Context: an optimization exercise on an open-source flow, tuned for small area, a short achievable clock period and few clock cycles. The choices shown serve that exercise and are no tape-out recipe.
At most, simulation tests tie the RTL to the original design; equivalence was not proved.

==> inputs of job 9552 <==
==> flow/design.v (excerpt) <==
module plane_hit (
    input  wire               clk,
    input  wire               rst,
    input  wire               start,
    output wire               ready,
    input  wire signed [31:0] x2,
    input  wire signed [31:0] y2,
    input  wire signed [17:0] tx,
    input  wire signed [17:0] ty,
    input  wire signed [27:0] pz,
    input  wire signed [31:0] px,
    input  wire signed [31:0] py,
    input  wire        [15:0] cw,
    input  wire        [15:0] ch,
    input  wire        [14:0] wp,
    input  wire        [14:0] hp,
    output reg                done,
    output reg                hit,
    output reg         [13:0] u,
    output reg         [13:0] v
);
Settings: LEC_CHECK=0, CAP_MARGIN=20, CORE_MARGIN=2, CORE_UTILIZATION=55, CTS_CLUSTER_DIAMETER=120, CTS_CLUSTER_SIZE=25, PLACE_DENSITY=0.7, SLEW_MARGIN=20; clock period 16.0 ns.
standard.sh (not shown) runs the stock make flow with config.mk's settings and CLKGATE_MAP_FILE= SYNTH_SCRIPT=/design/flow/synth_recipe.tcl, a recipe that flattens the netlist after the stock synthesis.
==> flow/flow/run.sh <==
#!/bin/bash
set -euo pipefail
bash standard.sh SETUP_SLACK_MARGIN=10.8 finish > make_finish.log 2>&1
==> job 6232: changes against job 9552 <==
==> flow/flow/run.sh (replaced) <==
#!/bin/bash
set -euo pipefail
bash standard.sh SETUP_SLACK_MARGIN=11 finish > make_finish.log 2>&1
--- a/flow/config.mk
+++ b/flow/config.mk
@@ -8,7 +8,4 @@
 export CAP_MARGIN = 20
 export CORE_MARGIN = 2
-export CORE_UTILIZATION = 55
-export CTS_CLUSTER_DIAMETER = 120
-export CTS_CLUSTER_SIZE = 25
-export PLACE_DENSITY = 0.7
+export CORE_UTILIZATION = 40
 export SLEW_MARGIN = 20
==> job 2716: changes against job 9552 <==
==> flow/flow/run.sh (replaced) <==
#!/bin/bash
set -euo pipefail
bash standard.sh SETUP_SLACK_MARGIN=10.6 finish > make_finish.log 2>&1
--- a/flow/config.mk
+++ b/flow/config.mk
@@ -9,6 +9,6 @@
 export CORE_MARGIN = 2
 export CORE_UTILIZATION = 55
-export CTS_CLUSTER_DIAMETER = 120
-export CTS_CLUSTER_SIZE = 25
+export CTS_CLUSTER_DIAMETER = 100
+export CTS_CLUSTER_SIZE = 20
 export PLACE_DENSITY = 0.7
 export SLEW_MARGIN = 20
==> out/results.txt <==
The repair_antennas step left the layout with diodes totalling 5. The launch point of the critical path was st[0].r.yr[46]$_DFF_P_. The setup slack of the most critical reg-to-reg path is 10.61 ns, and the total number of vias is 58400. The run gives 6.05 ns as the arrival time of the worst setup path. The run gives 0.185 GHz as the maximum clock frequency. Dividing the detail-routed via count by the number of cells gives 5.10. The synthesis-to-layout area growth is 23.1%, and the final worst-path cycle share is 33.7%. The routed design could run at a clock period as short as 5.39 ns. The fraction of final cell area spent on non-clock buffers in this run is 7.31%. The run finished with no timing, DRC or antenna violations.
(the above is from job 6232)
==> out/results.txt <==
The run finished with no timing, DRC or antenna violations. The final worst-path cycle share is 33.0%. The number of antenna diodes in the final layout is 3. The setup slack of the most critical reg-to-reg path is 10.72 ns.

Using the TritonRoute via totals, the vias-per-cell ratio works out to 5.54.
(the above is from job 2716)
==> out/results.txt <==
The number of diodes was 5. Tracing the worst setup path back leads to its startpoint at st[0].r.yr[18]$_DFF_P_.

The flow ran to the end and the layout has no timing, DRC or antenna violations. Summing over every cut layer, the via total after detailed routing is 57300. Across all register-to-register paths, the minimum setup slack is 10.79 ns. After layout, the minimum clock period comes to 5.22 ns. The number of vias per cell is 5.56. For the worst setup path, the data arrival time is 5.82 ns.
(the above is from job 9552)
Testbench counts of job 9552, summed over its fixed seeds: cycles 2,480.
Testbench counts of job 6232, summed over its fixed seeds: cycles 2,480.
Testbench counts of job 2716, summed over its fixed seeds: cycles 2,480.

==> run P <==
plane_hit again, from the RTL that the note above started with.
Settings: LEC_CHECK=0, CAP_MARGIN=10, CORE_MARGIN=2, CORE_UTILIZATION=62, CTS_CLUSTER_DIAMETER=120, CTS_CLUSTER_SIZE=25, PLACE_DENSITY=0.75, SLEW_MARGIN=10; clock period 16.0 ns.
==> flow/flow/run.sh <==
#!/bin/bash
set -euo pipefail
bash standard.sh SETUP_SLACK_MARGIN=10.6 "BUFFER_PORTS_ARGS=-buffer_cell sky130_fd_sc_hd__buf_1" finish > make_finish.log 2>&1
==> run G (differences from run P) <==
Settings changed: CORE_UTILIZATION 62 to 55, PLACE_DENSITY 0.75 to 0.7.
==> run E (differences from run P) <==
==> flow/flow/run.sh (replaced) <==
#!/bin/bash
set -euo pipefail
bash standard.sh SETUP_SLACK_MARGIN=10.6 finish > make_finish.log 2>&1
Settings changed: CAP_MARGIN 10 to 20, CORE_UTILIZATION 62 to 40, CTS_CLUSTER_DIAMETER 120 to 100, CTS_CLUSTER_SIZE 25 to 20, PLACE_DENSITY 0.75 to default, SLEW_MARGIN 10 to 20.
==> results.txt <==
- CP top delay family: compound AO/OA/AOI/OAI gates
- CP dominant cell by count: o21ai_2
- Final non-clock buffer share: 0.0319
- Hold WS: 0.324 ns
- Share of cells above drive strength 1: 0.102
- Fillers: 10000
- ClkCell Share: 0.0222
- Comb_multi_in: 5270
- Vias in the first global route: 57700
- Fmax: 187 MHz
- GRT Overall Usage: 0.278
- P&R area growth vs syn: 8.82%
- Status: finished clean
- Worst R2R Setup Slack: 10.64 ns
- Non-CTS buffers: 502
- Dpl ws: 9.29 ns
(the above is from run P)
==> results.txt <==
- CP arrival: 5.94 ns
- P&R area growth vs syn: 13.5%
- Non-CTS buffers: 503
- Final non-clock buffer share: 0.0503
- Fillers: about 19000
- Met1 Usage GRT: 0.254
- GRT Overall Usage: 0.194
- Status: finished clean
- Hold-fix buffers, CTS: 0
- CP top delay family: compound AO/OA/AOI/OAI gates
- Hold WS: ~0.32 ns
- ClkCell Share: 0.0280
- Dpl ws: ~9 ns
- Worst-path maximum fanout: 7
- Comb_multi_in: 5268
- TNS Setup: 0 ns
- Vias in the first global route: 57400
- Worst R2R Setup Slack: between 10 and 15 ns
- CP dominant cell by count: o21ai_2
- Fmax: 189 MHz
(the above is from run E)
==> results.txt <==
- Status: finished clean
- GRT Overall Usage: 0.247
- ClkCell Share: 0.0223
- Final non-clock buffer share: 0.0309
- Comb_multi_in: between 5000 and 6000
- Non-CTS buffers: roughly 500
- Dpl ws: 9.33 ns
- Hold WS: 0.321 ns
- P&R area growth vs syn: 8.93%
- Worst R2R Setup Slack: about 11 ns
- Vias in the first global route: 56900
- CP top delay family: adder cells
- Fillers: between 10000 and 15000
- Share of cells above drive strength 1: 0.102
(the above is from run G)
Testbench counts of run P, summed over its fixed seeds: cycles 2,480.
Testbench counts of run G, summed over its fixed seeds: cycles 2,480.
Testbench counts of run E, summed over its fixed seeds: cycles 2,480.

==> inputs of job 2851 <==
plane_hit, a different RTL version from the one above (not shown whole).
Design plane_hit, start of the top module:
module plane_hit (
    input  wire               clk,
    input  wire               rst,
    input  wire               start,
    output wire               ready,
    input  wire signed [31:0] x2,
    input  wire signed [31:0] y2,
    input  wire signed [17:0] tx,
    input  wire signed [17:0] ty,
    input  wire signed [27:0] pz,
    input  wire signed [31:0] px,
    input  wire signed [31:0] py,
    input  wire        [15:0] cw,
    input  wire        [15:0] ch,
    input  wire        [14:0] wp,
    input  wire        [14:0] hp,
    output reg                done,
    output reg                hit,
    output reg         [13:0] u,
    output reg         [13:0] v
);
export LEC_CHECK = 0
export CAP_MARGIN = 20
export CORE_MARGIN = 2
export CORE_UTILIZATION = 40
export SLEW_MARGIN = 20
create_clock -name core_clock -period 16.0 [get_ports {clk}]
==> flow/flow/run.sh <==
#!/bin/bash
set -euo pipefail
bash standard.sh SETUP_SLACK_MARGIN=10.5 finish > make_finish.log 2>&1
==> job 3319: changes against job 2851 <==
--- a/flow/design.v
+++ b/flow/design.v
@@ -17,11 +17,11 @@
     output reg                done,
     output reg                hit,
     output reg         [13:0] u,
     output reg         [13:0] v
 );
-    localparam [13:0] REGMASK = 14'b10_1010_1010_1010;
+    localparam [13:0] REGMASK = 14'b00_1010_1010_1010;
     assign ready = 1'b1;
     wire sx = tx[17] ^ pz[27];
     wire sy = ty[17] ^ pz[27];
     wire [18:0] tx_e = {tx, 1'b0};
     wire [18:0] ty_e = {ty, 1'b0};
@@ -817,12 +817,12 @@
     assign dx514 = (dx424 & dx425) | (dx424 & ~px[30]) | (dx425 & ~px[30]);
     wire dx515, dx516;
     assign dx515 = dx426 ^ px[31];
     assign dx516 = dx426 & px[31];
     wire dx517, dx518;
-    assign dx517 = dx427 ^ ~sx;
-    assign dx518 = dx427 & ~sx;
+    assign dx517 = dx427 ^ sx;
+    assign dx518 = dx427 & sx;
     wire dx519, dx520;
     assign dx519 = dx428 ^ bpx[1] ^ 1'b1;
     assign dx520 = (dx428 & bpx[1]) | (dx428 & 1'b1) | (bpx[1] & 1'b1);
     wire dx521, dx522;
     assign dx521 = dx429 ^ bnx[1] ^ 1'b1;
@@ -1881,11 +1881,11 @@
     reg [14:0] wp1, hp1;
     always @(posedge clk) begin
         v1   <= start & ~rst;
         t1xa <= tree_xa;  t1xb <= tree_xb;
         t1ya <= tree_ya;  t1yb <= tree_yb;
-        cw1  <= ~cw;  ch1 <= ~ch;    
+        cw1  <= cw;  ch1 <= ch;
         wp1  <= wp;  hp1 <= hp;
     end
     wire [46:0] sum_x = t1xa + t1xb;
     wire [46:0] sum_y = t1ya + t1yb;
     wire        s2x = sum_x[46];
@@ -1896,24 +1896,24 @@
     wire [AW-1:0] a2x = {b2x[28:13], b2x[12:0], cw1, wp1, s2x, ~|b2x[31:29]};
     wire [AW-1:0] a2y = {b2y[28:13], b2y[12:0], ch1, hp1, s2y, ~|b2y[31:29]};
     function [AW-1:0] dstep;
         input [AW-1:0] a;
         input          first;
-        reg [15:0] r, dn;
+        reg [15:0] r, d;
         reg [12:0] q;
         reg [16:0] t;
         reg [17:0] df;
         begin
-            r  = a[61:46];
-            q  = a[45:33];
-            dn = a[32:17];
+            r = a[61:46];
+            q = a[45:33];
+            d = a[32:17];
             if (first) begin
-                df = {2'b0, r} + {2'b11, dn} + 18'd1;
+                df = {2'b0, r} - {2'b0, d};
                 dstep = {a[61:1], a[0] & df[17]};
             end else begin
                 t  = {r, q[12]};
-                df = {1'b0, t} + {2'b11, dn} + 18'd1;
+                df = {1'b0, t} - {2'b0, d};
                 if (df[17])
                     dstep = {t[15:0], q[11:0], 1'b0, a[32:0]};
                 else
                     dstep = {df[15:0], q[11:0], 1'b1, a[32:0]};
             end
==> job 4093: changes against job 2851 <==
--- a/flow/design.v
+++ b/flow/design.v
@@ -17,11 +17,11 @@
     output reg                done,
     output reg                hit,
     output reg         [13:0] u,
     output reg         [13:0] v
 );
-    localparam [13:0] REGMASK = 14'b10_1010_1010_1010;
+    localparam [13:0] REGMASK = 14'b00_1010_1010_1010;
     assign ready = 1'b1;
     wire sx = tx[17] ^ pz[27];
     wire sy = ty[17] ^ pz[27];
     wire [18:0] tx_e = {tx, 1'b0};
     wire [18:0] ty_e = {ty, 1'b0};
@@ -817,12 +817,12 @@
     assign dx514 = (dx424 & dx425) | (dx424 & ~px[30]) | (dx425 & ~px[30]);
     wire dx515, dx516;
     assign dx515 = dx426 ^ px[31];
     assign dx516 = dx426 & px[31];
     wire dx517, dx518;
-    assign dx517 = dx427 ^ ~sx;
-    assign dx518 = dx427 & ~sx;
+    assign dx517 = dx427 ^ sx;
+    assign dx518 = dx427 & sx;
     wire dx519, dx520;
     assign dx519 = dx428 ^ bpx[1] ^ 1'b1;
     assign dx520 = (dx428 & bpx[1]) | (dx428 & 1'b1) | (bpx[1] & 1'b1);
     wire dx521, dx522;
     assign dx521 = dx429 ^ bnx[1] ^ 1'b1;
@@ -1881,11 +1881,11 @@
     reg [14:0] wp1, hp1;
     always @(posedge clk) begin
         v1   <= start & ~rst;
         t1xa <= tree_xa;  t1xb <= tree_xb;
         t1ya <= tree_ya;  t1yb <= tree_yb;
-        cw1  <= ~cw;  ch1 <= ~ch;    
+        cw1  <= cw;  ch1 <= ch;
         wp1  <= wp;  hp1 <= hp;
     end
     wire [46:0] sum_x = t1xa + t1xb;
     wire [46:0] sum_y = t1ya + t1yb;
     wire        s2x = sum_x[46];
@@ -1896,24 +1896,24 @@
     wire [AW-1:0] a2x = {b2x[28:13], b2x[12:0], cw1, wp1, s2x, ~|b2x[31:29]};
     wire [AW-1:0] a2y = {b2y[28:13], b2y[12:0], ch1, hp1, s2y, ~|b2y[31:29]};
     function [AW-1:0] dstep;
         input [AW-1:0] a;
         input          first;
-        reg [15:0] r, dn;
+        reg [15:0] r, d;
         reg [12:0] q;
         reg [16:0] t;
         reg [17:0] df;
         begin
-            r  = a[61:46];
-            q  = a[45:33];
-            dn = a[32:17];
+            r = a[61:46];
+            q = a[45:33];
+            d = a[32:17];
             if (first) begin
-                df = {2'b0, r} + {2'b11, dn} + 18'd1;
+                df = {2'b0, r} - {2'b0, d};
                 dstep = {a[61:1], a[0] & df[17]};
             end else begin
                 t  = {r, q[12]};
-                df = {1'b0, t} + {2'b11, dn} + 18'd1;
+                df = {1'b0, t} - {2'b0, d};
                 if (df[17])
                     dstep = {t[15:0], q[11:0], 1'b0, a[32:0]};
                 else
                     dstep = {df[15:0], q[11:0], 1'b1, a[32:0]};
             end
==> flow/run.sh (new file) <==
#!/bin/bash
# synth_recipe.tcl (not shown) runs the flow's synth.tcl, then flattens the netlist and writes it again
# the make line also repeats each setting of config.mk as NAME=value (left out here)
make -C /OpenROAD-flow-scripts/flow DESIGN_CONFIG=/design/flow/config.mk WORK_HOME=/design/flow/orfs CLKGATE_MAP_FILE= SYNTH_SCRIPT=/design/flow/synth_recipe.tcl finish
removed: flow/flow/run.sh
removed: flow/standard.sh
==> flow_summary.json <==
{
  "syn_inst": 7840,
  "worst_path_largest_cell_delay_ns": 1.05,
  "cpLargestDelayFamily": "adder cells",
  "gp_congestion": 0.879,
  "mostFrequentLayoutCell": "inv_1",
  "netlist_area_mm2": 0.0739,
  "status": "timing/DRC/antenna clean",
  "numClockSinks": 1029
}
(the above is from job 4093)
==> flow_summary.json <==
{
  "status": "timing/DRC/antenna clean",
  "syn_inst": 7666,
  "worst_path_largest_cell_delay_ns": 0.57,
  "cpLargestDelayFamily": "adder cells",
  "numClockSinks": 1090,
  "netlist_area_mm2": 0.0743,
  "mostFrequentLayoutCell": "dfxtp_1",
  "gp_congestion": 0.903
}
(the above is from job 2851)
==> flow_summary.json <==
{
  "mostFrequentLayoutCell": "dfxtp_1",
  "netlist_area_mm2": 0.0739,
  "use_met3_pct": 5.32,
  "worst_path_largest_cell_delay_ns": 0.38,
  "status": "timing/DRC/antenna clean",
  "cpLargestDelayFamily": "compound AO/OA/AOI/OAI gates",
  "startpoint": "st[11].r.yr[18]"
}
(the above is from job 3319)
Testbench counts of job 2851, summed over its fixed seeds: cycles 2,472.
Function not checked in job 3319 and job 4093: the RTL went through the layout flow alone.

==> v23 <==
plane_hit with an RTL version that a note above also has.
==> flow/config.mk <==
export PLATFORM = sky130hd
export DESIGN_NAME = plane_hit
export DESIGN_NICKNAME = plane_hit
export VERILOG_FILES = /design/flow/design.v
export SDC_FILE = /design/flow/constraint.sdc
export NUM_CORES = 4
export LEC_CHECK = 0
export CAP_MARGIN = 10
export CORE_MARGIN = 2
export CORE_UTILIZATION = 55
export CTS_CLUSTER_DIAMETER = 120
export CTS_CLUSTER_SIZE = 25
export PLACE_DENSITY = 0.7
export SLEW_MARGIN = 10
==> flow/constraint.sdc <==
create_clock -name core_clock -period 16.0 [get_ports {clk}]
set_input_delay 3.2000 -clock core_clock [delete_from_list [all_inputs] [get_ports {clk}]]
set_output_delay 3.2000 -clock core_clock [all_outputs]
set_load 0.01 [all_outputs]
==> flow/flow/run.sh <==
#!/bin/bash
set -euo pipefail
bash standard.sh SETUP_SLACK_MARGIN=10.45 finish > make_finish.log 2>&1
==> inputs of v20, as changes to v23 <==
==> flow/flow/run.sh (replaced) <==
#!/bin/bash
set -euo pipefail
bash standard.sh SETUP_SLACK_MARGIN=10.8 finish > make_finish.log 2>&1
==> inputs of v16, as changes to v23 <==
==> flow/flow/run.sh (replaced) <==
#!/bin/bash
set -euo pipefail
bash standard.sh SETUP_SLACK_MARGIN=10.7 "BUFFER_PORTS_ARGS=-buffer_cell sky130_fd_sc_hd__buf_1" finish > make_finish.log 2>&1
==> comparison <==
Sequential share of layout area: v16 > v23 > v20.
Synthesized area is the same in v23 and v16.
First-iteration DRC count: v16 is lower than v20 (about 7%).
Critical path depth is the same in v20 and v16.
Testbench counts of v23, summed over its fixed seeds: cycles 2,480.
Testbench counts of v20, summed over its fixed seeds: cycles 2,480.
Testbench counts of v16, summed over its fixed seeds: cycles 2,480.

[port drivers added, routing unchanged]
How much do the figures lean on ideal ports? The routed layouts below were timed once more, with nothing changed but the port constraints.
Step 1, drivers: a clkbuf_16 drives clk and a buf_2 each remaining input, both assumed.
Step 2, shift: input delay + t, output delay - t, t = (earliest + latest rising clock arrival at the registers) / 2. This alone moves slack from input paths to output paths.
Slacks: no drivers / after step 1 / after step 2; pairs: no drivers / after step 1.
| run | t, ns | slack for setup (ns) | hold slack, ns | clock arrival spread, ns | pins driven straight from the clock port |
|---|---|---|---|---|---|
| job 9552 | 0.789 | 10.785 / 10.785 / 10.785 | 0.322 / 0.322 / 0.322 | 0.040 / 0.040 | 1 |
| job 6232 | 0.896 | 10.605 / 10.605 / 10.605 | 0.303 / 0.303 / 0.303 | 0.038 / 0.038 | 1 |
| job 2716 | 0.791 | 10.715 / 10.715 / 10.715 | 0.309 / 0.309 / 0.309 | 0.047 / 0.046 | 1 |
| run P | 0.786 | 10.643 / 10.643 / 10.643 | 0.324 / 0.324 / 0.324 | 0.035 / 0.035 | 1 |
| run G | 0.788 | 10.725 / 10.725 / 10.725 | 0.321 / 0.321 / 0.321 | 0.031 / 0.031 | 1 |
| run E | 0.823 | 10.696 / 10.696 / 10.696 | 0.316 / 0.316 / 0.316 | 0.051 / 0.051 | 1 |
| job 2851 | 0.859 | 9.723 / 9.724 / 8.865 | 0.287 / 0.287 / 0.287 | 0.052 / 0.052 | 1 |
| job 3319 | 0.818 | 9.381 / 9.381 / 8.800 | 0.312 / 0.312 / 0.312 | 0.043 / 0.043 | 1 |
| job 4093 | 0.844 | 7.157 / 7.220 / 6.376 | 0.287 / 0.287 / 0.287 | 0.082 / 0.082 | 1 |
| v23 | 0.778 | 10.549 / 10.549 / 10.549 | 0.316 / 0.316 / 0.316 | 0.043 / 0.043 | 1 |
| v20 | 0.789 | 10.785 / 10.785 / 10.785 | 0.322 / 0.322 / 0.322 | 0.040 / 0.040 | 1 |
| v16 | 0.795 | 10.726 / 10.726 / 10.726 | 0.322 / 0.322 / 0.322 | 0.038 / 0.037 | 1 |
After both steps every run listed still meets setup and hold. The setup slack of job 2851, which loses most, moves by +0.001 ns with the drivers and by -0.858 ns with both steps.
